This design comes from an exercise in tuning for small area on the open sky130 flow, not from production work. The RTL was checked by simulation tests, not by an equivalence proof against the original design. Power figures rest on the tool's default switching activity, not on a simulated workload.

$ cat design/flow/config.mk
export PLATFORM = sky130hd
export DESIGN_NAME = sd_channel
export DESIGN_NICKNAME = sd_channel
export VERILOG_FILES = /design/flow/design.v
export SDC_FILE = /design/flow/constraint.sdc
export NUM_CORES = 4
export LEC_CHECK = 0
export CAP_MARGIN = 20
export CORE_MARGIN = 2
export CORE_UTILIZATION = 40
export SLEW_MARGIN = 20
$ cat design/flow/constraint.sdc
create_clock -name core_clock -period 12.0 [get_ports {clk}]
set_input_delay 2.4000 -clock core_clock [delete_from_list [all_inputs] [get_ports {clk}]]
set_output_delay 2.4000 -clock core_clock [all_outputs]
set_load 0.01 [all_outputs]
$ cat design/flow/design.v
module sd_div #(
    parameter W  = 48,    
    parameter QB = 25     
) (
    input  wire          clk,
    input  wire          rst,
    input  wire          start,
    input  wire [W-1:0]  a,
    input  wire [W-1:0]  d,
    output reg           done,
    output wire [QB:0]   q
);
    reg [W:0]    rem;
    reg [W-1:0]  div;
    reg [QB:0]   quo;
    reg [5:0]    step;
    reg          busy;
    wire [W:0]   rem2  = busy ? {rem[W-1:0], 1'b0} : {1'b0, a};
    wire         ge    = rem2 >= {1'b0, (busy ? div : d)};
    wire [W:0]   rem_n = ge ? rem2 - {1'b0, (busy ? div : d)} : rem2;
    wire [QB+1:0] q_inc = {1'b0, quo} + 1'b1;
    assign q = q_inc[QB+1:1];
    always @(posedge clk) begin
        if (rst) begin
            busy <= 1'b0;
            done <= 1'b0;
            step <= 6'd0;
            rem  <= {(W+1){1'b0}};
            div  <= {W{1'b0}};
            quo  <= {(QB+1){1'b0}};
        end else begin
            done <= 1'b0;
            if (start && !busy) begin
                div  <= d;
                rem  <= rem_n;
                quo  <= {{QB{1'b0}}, ge};
                step <= 6'd1;
                busy <= 1'b1;
            end else if (busy) begin
                rem  <= rem_n;
                quo  <= {quo[QB-1:0], ge};
                if (step == QB) begin
                    busy <= 1'b0;
                    done <= 1'b1;
                end
                step <= step + 6'd1;
            end
        end
    end
endmodule
module sd_channel (
    input  wire        clk,
    input  wire        rst,             
    input  wire        en,              
    input  wire [2:0]  cfg_order,       
    input  wire [8:0]  cfg_decim,       
    input  wire [6:0]  cfg_len,         
    input  wire        cfg_fen,         
    input  wire [5:0]  cfg_fr,          
    input  wire [3:0]  cfg_fcnt,        
    input  wire [15:0] cfg_fast_hi,     
    input  wire [15:0] cfg_fast_lo,     
    input  wire        sd_valid,        
    input  wire        sd_bit,
    input  wire        clr_stuck,       
    input  wire        clr_fast_trip,   
    output reg         res_valid,
    output reg  [31:0] res_value,       
    output reg  [7:0]  res_qual,        
    output reg  [15:0] res_count,       
    output reg         fast_valid,
    output reg  [15:0] fast_value,      
    output reg         stat_stuck,
    output reg         stat_fast_trip
);
    localparam W  = 48;    
    localparam FW = 17;    
    wire clr  = rst || !en;
    wire take = en && sd_valid;
    wire x_p  = sd_bit;                         
    reg [63:0] hist;           
    reg [10:0] nbits;          
    reg [7:0]  run;            
    reg [10:0] settle_cnt;     
    reg signed [7:0] bsum;     
    wire        first    = (nbits == 11'd0);
    wire        same     = !first && (sd_bit == hist[0]);
    wire [7:0]  run_n    = first ? 8'd1 : same ? ((run == 8'd128) ? 8'd128 : run + 8'd1) : 8'd1;
    wire        stuck_n  = (run_n == 8'd128);
    wire        stuck_end = !first && !same && (run == 8'd128);
    wire [10:0] settle_n = (first || stuck_end) ? 11'd1 :
                           (settle_cnt == 11'h7FF) ? settle_cnt : settle_cnt + 11'd1;
    wire [10:0] settle_need = cfg_order * cfg_decim + {4'd0, cfg_len};
    wire        settling_n  = settle_n < settle_need;
    wire [5:0]  old_idx  = cfg_len[5:0] - 6'd1;
    wire        old_in   = (cfg_len != 7'd0) && (nbits >= {4'd0, cfg_len});
    wire signed [7:0] x_new = x_p ? 8'sd1 : -8'sd1;
    wire signed [7:0] x_old = !old_in ? 8'sd0 : (hist[old_idx] ? 8'sd1 : -8'sd1);
    wire signed [7:0] bsum_n = bsum + x_new - x_old;
    wire signed [7:0] bx     = (cfg_len == 7'd0) ? x_new : bsum_n;
    always @(posedge clk) begin
        if (clr) begin
            hist       <= 64'd0;
            nbits      <= 11'd0;
            run        <= 8'd0;
            settle_cnt <= 11'd0;
            bsum       <= 8'sd0;
        end else if (take) begin
            hist       <= {hist[62:0], sd_bit};
            nbits      <= (nbits == 11'h7FF) ? nbits : nbits + 11'd1;
            run        <= run_n;
            settle_cnt <= settle_n;
            bsum       <= bsum_n;
        end
    end
    reg [W-1:0] dmain;
    reg [15:0]  dfast;
    reg [2:0]   dsteps;
    reg [1:0]   fsteps;
    always @(posedge clk) begin
        if (clr) begin
            dmain  <= (cfg_len == 7'd0) ? {{(W-1){1'b0}}, 1'b1} : {{(W-7){1'b0}}, cfg_len};
            dfast  <= {10'd0, cfg_fr};
            dsteps <= 3'd0;
            fsteps <= 2'd0;
        end else begin
            if (dsteps != cfg_order) begin
                dmain  <= dmain * cfg_decim;
                dsteps <= dsteps + 3'd1;
            end
            if (fsteps != 2'd2) begin
                dfast  <= dfast * cfg_fr;
                fsteps <= fsteps + 2'd1;
            end
        end
    end
    reg signed [7:0] bsum_r;
    reg [W-1:0] integ [1:5];
    reg [6:1]   iv;                
    reg [8:0]   dcnt;              
    reg         win_end;           
    reg         w_settle, w_stuck;
    integer     k;
    always @(posedge clk) begin
        if (clr) begin
            for (k = 1; k <= 5; k = k + 1) integ[k] <= {W{1'b0}};
            iv       <= 6'd0;
            dcnt     <= 9'd0;
            win_end  <= 1'b0;
            w_settle <= 1'b0;
            w_stuck  <= 1'b0;
        end else begin
            iv <= {iv[5:1], take};
            if (take) begin
                if (dcnt == cfg_decim - 9'd1) begin
                    dcnt     <= 9'd0;
                    win_end  <= 1'b1;
                    w_settle <= settling_n;
                    w_stuck  <= stuck_n;
                end else begin
                    dcnt     <= dcnt + 9'd1;
                    win_end  <= 1'b0;
                end
            end
            if (iv[1]) integ[1] <= integ[1] + {{(W-8){bsum_r[7]}}, bsum_r};
            for (k = 2; k <= 5; k = k + 1)
                if (iv[k]) integ[k] <= integ[k] + integ[k-1];
        end
    end
    always @(posedge clk) begin
        if (clr)       bsum_r <= 8'sd0;
        else if (take) bsum_r <= bx;
    end
    reg [W-1:0] comb_d [1:5];
    reg [W-1:0] cval;
    reg [2:0]   cstage;            
    reg         c_settle, c_stuck;
    reg         div_go;
    wire comb_start = iv[6] && win_end;
    always @(posedge clk) begin
        if (clr) begin
            for (k = 1; k <= 5; k = k + 1) comb_d[k] <= {W{1'b0}};
            cval     <= {W{1'b0}};
            cstage   <= 3'd0;
            c_settle <= 1'b0;
            c_stuck  <= 1'b0;
            div_go   <= 1'b0;
        end else begin
            div_go <= 1'b0;
            if (comb_start) begin
                cval     <= integ[cfg_order];
                cstage   <= 3'd1;
                c_settle <= w_settle;
                c_stuck  <= w_stuck;
            end else if (cstage != 3'd0) begin
                cval           <= cval - comb_d[cstage];
                comb_d[cstage] <= cval;
                if (cstage == cfg_order) begin
                    cstage <= 3'd0;
                    div_go <= 1'b1;
                end else begin
                    cstage <= cstage + 3'd1;
                end
            end
        end
    end
    reg          m_neg, m_settle, m_stuck;
    reg [W-1:0]  m_mag;
    wire         m_done;
    wire [25:0]  m_q;
    always @(posedge clk) begin
        if (clr) begin
            m_neg    <= 1'b0;
            m_mag    <= {W{1'b0}};
            m_settle <= 1'b0;
            m_stuck  <= 1'b0;
        end else if (div_go) begin
            m_neg    <= cval[W-1];
            m_mag    <= cval[W-1] ? -cval : cval;
            m_settle <= c_settle;
            m_stuck  <= c_stuck;
        end
    end
    reg m_start;
    always @(posedge clk) begin
        if (clr) m_start <= 1'b0;
        else     m_start <= div_go;
    end
    sd_div #(.W(W), .QB(25)) u_mdiv (
        .clk(clk), .rst(clr), .start(m_start),
        .a(m_mag), .d(dmain), .done(m_done), .q(m_q)
    );
    wire [31:0] m_q32 = {6'd0, m_q};
    always @(posedge clk) begin
        if (rst) begin
            res_valid <= 1'b0;
            res_value <= 32'd0;
            res_qual  <= 8'd0;
            res_count <= 16'd0;
        end else begin
            res_valid <= 1'b0;
            if (en && m_done) begin
                res_valid <= 1'b1;
                res_value <= m_neg ? -m_q32 : m_q32;
                res_qual  <= {1'b0, m_stuck, 3'b000, m_settle, 1'b0, m_settle | m_stuck};
                res_count <= res_count + 16'd1;
            end
        end
    end
    wire fclr = clr || !cfg_fen;
    reg [FW-1:0] fi1, fi2, fi3, fd1, fd2, fd3;
    reg [5:0]    fdcnt;
    reg [1:0]    fidx;             
    reg          f_go, f_cmp;
    reg [FW-1:0] fy;
    wire [FW-1:0] fx    = x_p ? {{(FW-1){1'b0}}, 1'b1} : {FW{1'b1}};
    wire [FW-1:0] fi1_n = fi1 + fx;
    wire [FW-1:0] fi2_n = fi2 + fi1_n;
    wire [FW-1:0] fi3_n = fi3 + fi2_n;
    wire [FW-1:0] fc1   = fi3_n - fd1;
    wire [FW-1:0] fc2   = fc1 - fd2;
    wire [FW-1:0] fc3   = fc2 - fd3;
    always @(posedge clk) begin
        if (fclr) begin
            fi1 <= 0; fi2 <= 0; fi3 <= 0;
            fd1 <= 0; fd2 <= 0; fd3 <= 0;
            fdcnt <= 6'd0;
            fidx  <= 2'd0;
            f_go  <= 1'b0;
            f_cmp <= 1'b0;
            fy    <= 0;
        end else begin
            f_go <= 1'b0;
            if (take) begin
                fi1 <= fi1_n;
                fi2 <= fi2_n;
                fi3 <= fi3_n;
                if (fdcnt == cfg_fr - 6'd1) begin
                    fdcnt <= 6'd0;
                    fd1   <= fi3_n;
                    fd2   <= fc1;
                    fd3   <= fc2;
                    fy    <= fc3;
                    f_go  <= 1'b1;
                    f_cmp <= (fidx == 2'd2) && !stuck_n;
                    if (fidx != 2'd2) fidx <= fidx + 2'd1;
                end else begin
                    fdcnt <= fdcnt + 6'd1;
                end
            end
        end
    end
    reg          f_neg, f_start, f_cmp_r;
    reg [15:0]   f_mag;
    wire         f_done;
    wire [16:0]  f_q;
    always @(posedge clk) begin
        if (fclr) begin
            f_neg   <= 1'b0;
            f_mag   <= 16'd0;
            f_cmp_r <= 1'b0;
            f_start <= 1'b0;
        end else begin
            f_start <= f_go;
            if (f_go) begin
                f_neg   <= fy[FW-1];
                f_mag   <= fy[FW-1] ? 16'd0 - fy[15:0] : fy[15:0];
                f_cmp_r <= f_cmp;
            end
        end
    end
    sd_div #(.W(16), .QB(16)) u_fdiv (
        .clk(clk), .rst(fclr), .start(f_start),
        .a(f_mag), .d(dfast), .done(f_done), .q(f_q)
    );
    wire signed [16:0] f_val17 = f_neg ? -$signed(f_q) : $signed(f_q);
    wire signed [15:0] f_val   = (f_val17 > 17'sd32767) ? 16'sh7FFF : f_val17[15:0];
    wire beyond = (f_val > $signed(cfg_fast_hi)) || (f_val < $signed(cfg_fast_lo));
    reg [3:0] tcnt;                
    reg       trip_ev;
    wire [3:0] tcnt_n = (f_cmp_r && beyond) ? ((tcnt == 4'd8) ? tcnt : tcnt + 4'd1) : 4'd0;
    always @(posedge clk) begin
        if (rst) begin
            fast_valid <= 1'b0;
            fast_value <= 16'd0;
        end else begin
            fast_valid <= !fclr && f_done;
            if (!fclr && f_done) fast_value <= f_val;
        end
    end
    always @(posedge clk) begin
        if (fclr) begin
            tcnt    <= 4'd0;
            trip_ev <= 1'b0;
        end else begin
            trip_ev <= 1'b0;
            if (f_done) begin
                tcnt    <= tcnt_n;
                trip_ev <= (tcnt_n != 4'd0) && (tcnt_n >= cfg_fcnt);
            end
        end
    end
    always @(posedge clk) begin
        if (rst) begin
            stat_stuck     <= 1'b0;
            stat_fast_trip <= 1'b0;
        end else begin
            stat_stuck     <= (stat_stuck & ~clr_stuck) | (take & stuck_n);
            stat_fast_trip <= (stat_fast_trip & ~clr_fast_trip) | (fast_valid & trip_ev);
        end
    end
endmodule
$ cat design/flow/run.sh
#!/bin/bash
# synth_recipe.tcl (not shown) runs the flow's synth.tcl, then flattens the netlist and writes it again
# the make line also repeats each setting of config.mk as NAME=value (left out here)
make -C /OpenROAD-flow-scripts/flow DESIGN_CONFIG=/design/flow/config.mk WORK_HOME=/design/flow/orfs CLKGATE_MAP_FILE= SYNTH_SCRIPT=/design/flow/synth_recipe.tcl finish
==> notes.md <==
[cells by family (layout without fill, tap and decap cells)]
group	count (synthesis)	in the layout	synth area share
mux	568	568	0.0627
fa+ha+maj	991	991	0.159
other cells	1	6	0.0000394
xor+xnor	649	649	0.0599
simple gates	3327	3327	0.167
flops	1338	1338	0.327
compound gates	2539	2539	0.172
buf+inv	1295	1209	0.0515
[synth_stat cells (16+ instances only)]
| library cell | instances | area share |
|---|---|---|
| nand2_1 | 1044 | 0.041 |
| nor2_1 | 902 | 0.036 |
| dfxtp_1 | 900 | 0.19 |
| a21oi_1 | 699 | 0.037 |
| inv_1 | 650 | 0.026 |
| ha_1 | 622 | 0.082 |
| clkbuf_1 | 553 | 0.022 |
| mux2i_1 | 482 | 0.051 |
| o21ai_0 | 477 | 0.025 |
| edfxtp_1 | 438 | 0.14 |
| xnor2_1 | 380 | 0.035 |
| fa_1 | 369 | 0.078 |
| and3_1 | 349 | 0.023 |
| xor2_1 | 267 | 0.025 |
| a21o_1 | 264 | 0.021 |
| a22oi_1 | 244 | 0.019 |
| and2_1 | 208 | 0.014 |
| a211oi_1 | 177 | 0.014 |
| nand3_1 | 154 | 0.0081 |
| nor3_1 | 147 | 0.0077 |
| nand2b_1 | 99 | 0.0065 |
| o21a_1 | 91 | 0.0072 |
| nor2b_1 | 82 | 0.0054 |
| nand4_1 | 78 | 0.0051 |
| a31oi_1 | 76 | 0.0050 |
| buf_1 | 76 | 0.0030 |
| mux2_2 | 70 | 0.0083 |
| and4_1 | 69 | 0.0063 |
| o21bai_1 | 66 | 0.0052 |
| or3_1 | 66 | 0.0043 |
| o211ai_1 | 58 | 0.0046 |
| a22o_1 | 56 | 0.0051 |
| o31ai_1 | 45 | 0.0035 |
| a21boi_0 | 28 | 0.0022 |
| a211o_1 | 25 | 0.0023 |
| a311oi_1 | 25 | 0.0023 |
| or2_2 | 25 | 0.0016 |
| a2111oi_0 | 22 | 0.0020 |
| nor4_1 | 22 | 0.0014 |
| o22ai_1 | 21 | 0.0014 |
| nand3b_1 | 19 | 0.0015 |
| o31a_1 | 18 | 0.0017 |
| or4_1 | 17 | 0.0013 |
| mux4_2 | 16 | 0.0038 |
[stage by stage]
stage	cell area, sq um	utilization	total power [uW]	cells	setup slack (ns)
finish	105000	0.441	15400	13800	1.69
global route	105000	0.441	16500	13800	1.05
CTS	105000	0.441	15500	13800	1.79
detailed placement	99300	0.418	10500	13500	0.962
global placement	99300	0.418	10400	13500	0.855
floorplan	95300	-	9170	10700	2.05
[worst max-delay path: cells and delay by family]
family	cells	cell delay [ns]
compound gates	17	3.29
buf+inv	4	1.03
xor+xnor	7	1.23
simple gates	5	1.20
fa+ha+maj	6	1.84
[registers in the layout (all words and copies together) (netlist names), 17 cells and up]
signal      flops
comb_d        384
cval           48
dmain          48
fd1            17
fd2            17
fd3            17
fi1            17
fi2            17
fi3            17
fy             17
hist           64
integ         240
m_mag          48
res_value      32
u_fdiv.quo     17
u_mdiv.div     48
u_mdiv.quo     26
u_mdiv.rem     48
[metal layers]
layer	GRT usage	up-vias
met5	0	-
met3	0.0293	384
met1	0.277	37600
met2	0.349	1720
li1	-	37400
met4	0.0644	2
[worst paths after layout]
| path | end | from | cells after the start |
|---|---|---|---|
| setup / recovery | fy[16] | sd_bit | 39 |
| hold / removal | u_mdiv.rem[31] | u_mdiv.rem[31] | 2 |
| setup reg to reg | fy[16] | fi1[1] | 37 |
| hold reg to reg | u_mdiv.rem[31] | u_mdiv.rem[31] | 2 |
[area by class of cell]
class,instances,area share
multi-input cells,8079,0.567
flip-flops and latches,1338,0.298
clock buffers,215,0.0432
well taps,3167,0.0379
inverters,653,0.0234
repair buffers,264,0.0224
clock inverters,77,0.00767
diodes,1,0.0000239
[report_power, final]
group	switching (uW)	internal, uW	total (uW)
Combinational	3140	2200	5350
Clock	2080	2840	4920
Sequential	260	4820	5080
Total	5480	9870	15400
==> impl_metrics.xml <==
<?xml version="1.0" encoding="UTF-8"?>
<metrics>
  <group name="sta">
    <metric name="final.setup.tns" unit="ns">0</metric>
    <metric name="layout_worst_path_cycle_share" unit="">0.859</metric>
    <metric name="setup_repair_after_global_routing_missed_its_margin" unit="">false</metric>
    <metric name="setup_viol_count_final" unit="">0</metric>
    <metric name="fin_worst_skew" unit="ns">0.0423</metric>
    <metric name="maxClockFrequency" unit="MHz">97.0</metric>
    <metric name="tightest_slew" unit="ns">1.06</metric>
    <metric name="max_slew_margin" unit="">0.286</metric>
    <metric name="report.final.hold_viol_count" unit="">0</metric>
    <metric name="period_minus_slack" unit="ns">10.31</metric>
    <metric name="timing_max_transition_violations_final" unit="">0</metric>
    <metric name="whs" unit="ns">0.450</metric>
  </group>
  <group name="grt">
    <metric name="track_usage" unit="">0.208</metric>
    <metric name="antenna_found_initial" unit="">3</metric>
    <metric name="vias_in_the_first_global_route" unit="">76200</metric>
    <metric name="grt_first_pass_wirelength" unit="microns">415000</metric>
    <metric name="grt_residual_overflow" unit="">0</metric>
    <metric name="pin_count_of_the_biggest_net_entering_global_routing" unit="">248</metric>
  </group>
  <group name="cells_and_area">
    <metric name="fill_cells" unit="">23100</metric>
    <metric name="finish.net_count" unit="">11600</metric>
    <metric name="layout_common_cells" unit="">nand2_1, nor2_1, dfxtp_1, a21oi_1, inv_1</metric>
    <metric name="layout.area.seq" unit="sq um">31200</metric>
    <metric name="layout_commonest_cell" unit="">nand2_1</metric>
    <metric name="post_route_cells_drive_above_1_share" unit="">0.0547</metric>
    <metric name="area_of_the_multi_input_gates" unit="sq um">59400</metric>
    <metric name="syn_to_final_growth" unit="%">9.84</metric>
  </group>
  <group name="route">
    <metric name="totalWireLength" unit="microns">259000</metric>
    <metric name="detail-route-antenna-nets" unit="">0</metric>
    <metric name="highest-signal-layer" unit="">met5</metric>
    <metric name="wl_met1" unit="microns">117000</metric>
    <metric name="met2_routed_wirelength" unit="microns">122000</metric>
    <metric name="routedWlPerCell" unit="microns">18.7</metric>
    <metric name="post_drt_via_cell_ratio" unit="">5.59</metric>
    <metric name="detailroute.via_count" unit="">77100</metric>
    <metric name="drt-pass1-iter-count" unit="">6</metric>
    <metric name="routed-wl-met3" unit="microns">12400</metric>
    <metric name="number_of_violations_reported_at_the_end_of_detailed_routing_iteration_0" unit="">5108</metric>
    <metric name="post-route-drc-count" unit="">0</metric>
  </group>
  <group name="floorplan">
    <metric name="die_area" unit="sq um">242000</metric>
    <metric name="initial_core_util" unit="">0.401</metric>
    <metric name="floorplan.core_area" unit="sq um">237000</metric>
    <metric name="die_x" unit="microns">492</metric>
    <metric name="num_io_pins" unit="">145</metric>
    <metric name="vert_die_dim" unit="microns">492</metric>
    <metric name="row_count" unit="">179</metric>
  </group>
  <group name="critical_path">
    <metric name="critPathRequiredTime" unit="ns">12.70</metric>
    <metric name="rrSetupSlack" unit="ns">3.82</metric>
    <metric name="worstPathMaxFanout" unit="">6</metric>
    <metric name="startpoint_type_of_the_worst_setup_path" unit="">primary input</metric>
    <metric name="crit_path_end_kind" unit="">register</metric>
    <metric name="cp.arrival" unit="ns">11.01</metric>
    <metric name="setup.worst_path.class" unit="">primary input to register</metric>
    <metric name="slowest_delay" unit="ns">0.66</metric>
    <metric name="critical-path-slowest-cell" unit="">clkdlybuf4s50_1</metric>
  </group>
  <group name="clocking">
    <metric name="ctsLongestPathBuffers" unit="">3</metric>
    <metric name="htree_levels" unit="">4</metric>
    <metric name="number_of_setup_buffers_added_after_cts" unit="">0</metric>
    <metric name="root_buffer" unit="">clkbuf_16</metric>
    <metric name="cts.clk_slew.worst_paths" unit="ns">0.06</metric>
    <metric name="cts_tree" unit="">done</metric>
    <metric name="cts_num_sinks" unit="">1338</metric>
    <metric name="cts-buffers-inserted" unit="">159</metric>
    <metric name="clkLatencyLatePin" unit="ns">0.82</metric>
    <metric name="cts_hold_buffers" unit="">0</metric>
    <metric name="post_cts_resize_count" unit="">0</metric>
  </group>
  <group name="logic_synthesis">
    <metric name="postSynth.topFlopCell" unit="">dfxtp_1</metric>
    <metric name="yosys_register_bits" unit="">1338</metric>
    <metric name="synth-seq-area-share" unit="">0.327</metric>
    <metric name="yosys.cell_types.count" unit="">98</metric>
    <metric name="postSynthCellCount" unit="">10700</metric>
    <metric name="syn_area" unit="sq um">95300</metric>
    <metric name="number_of_synthesized_flops_with_an_enable_pin" unit="">438</metric>
    <metric name="ys_warn_count" unit="">52</metric>
    <metric name="syn_avg_cell_area" unit="sq um">8.90</metric>
    <metric name="synth_async_sr_flop_share" unit="">0</metric>
  </group>
  <group name="status">
    <metric name="result_of_the_run" unit="">complete, no violations</metric>
  </group>
  <group name="power_and_ir_drop">
    <metric name="power_per_cell_area" unit="nW/um^2">147</metric>
    <metric name="irDropWorstVdd" unit="uV">169</metric>
    <metric name="power_leakage" unit="uW">0.0439</metric>
  </group>
  <group name="placed_design">
    <metric name="globalplace.congestion" unit="">0.877</metric>
    <metric name="io_buffer_count" unit="">139</metric>
    <metric name="dp.final_hpwl" unit="microns">180000</metric>
  </group>
  <group name="run">
    <metric name="max_cap_violation_count" unit="">0</metric>
  </group>
  <group name="worst_hold_path">
    <metric name="worst_hold_path_type" unit="">register to register</metric>
  </group>
</metrics>

## port drivers added, routing unchanged
The results above use ideal ports. As a check the final layout listed here was re-extracted and re-timed, cells and wires unchanged.
Step 1 sets driving cells, clkbuf_16 on the clock port and buf_2 on the other inputs (assumed; they add their load-dependent delay and slew).
Step 2 moves the port delays by t, midway between the first and last clock arrival at a register: inputs arrive t later, outputs are due t later. That takes back most of the time a late clock gives input paths.
a / b / c = ideal / step 1 / step 2; a / b = the first two.
t, ns: 0.895
setup slack, ns: 1.686 / 1.747 / 0.852
hold WS [ns]: 0.450 / 0.450 / 0.450
worst setup path at the end: input to register
pins driven straight from the clock port: 1
After both steps this run still meets setup and hold. The setup slack of this run moves by +0.061 ns with the drivers and by -0.834 ns with both steps.
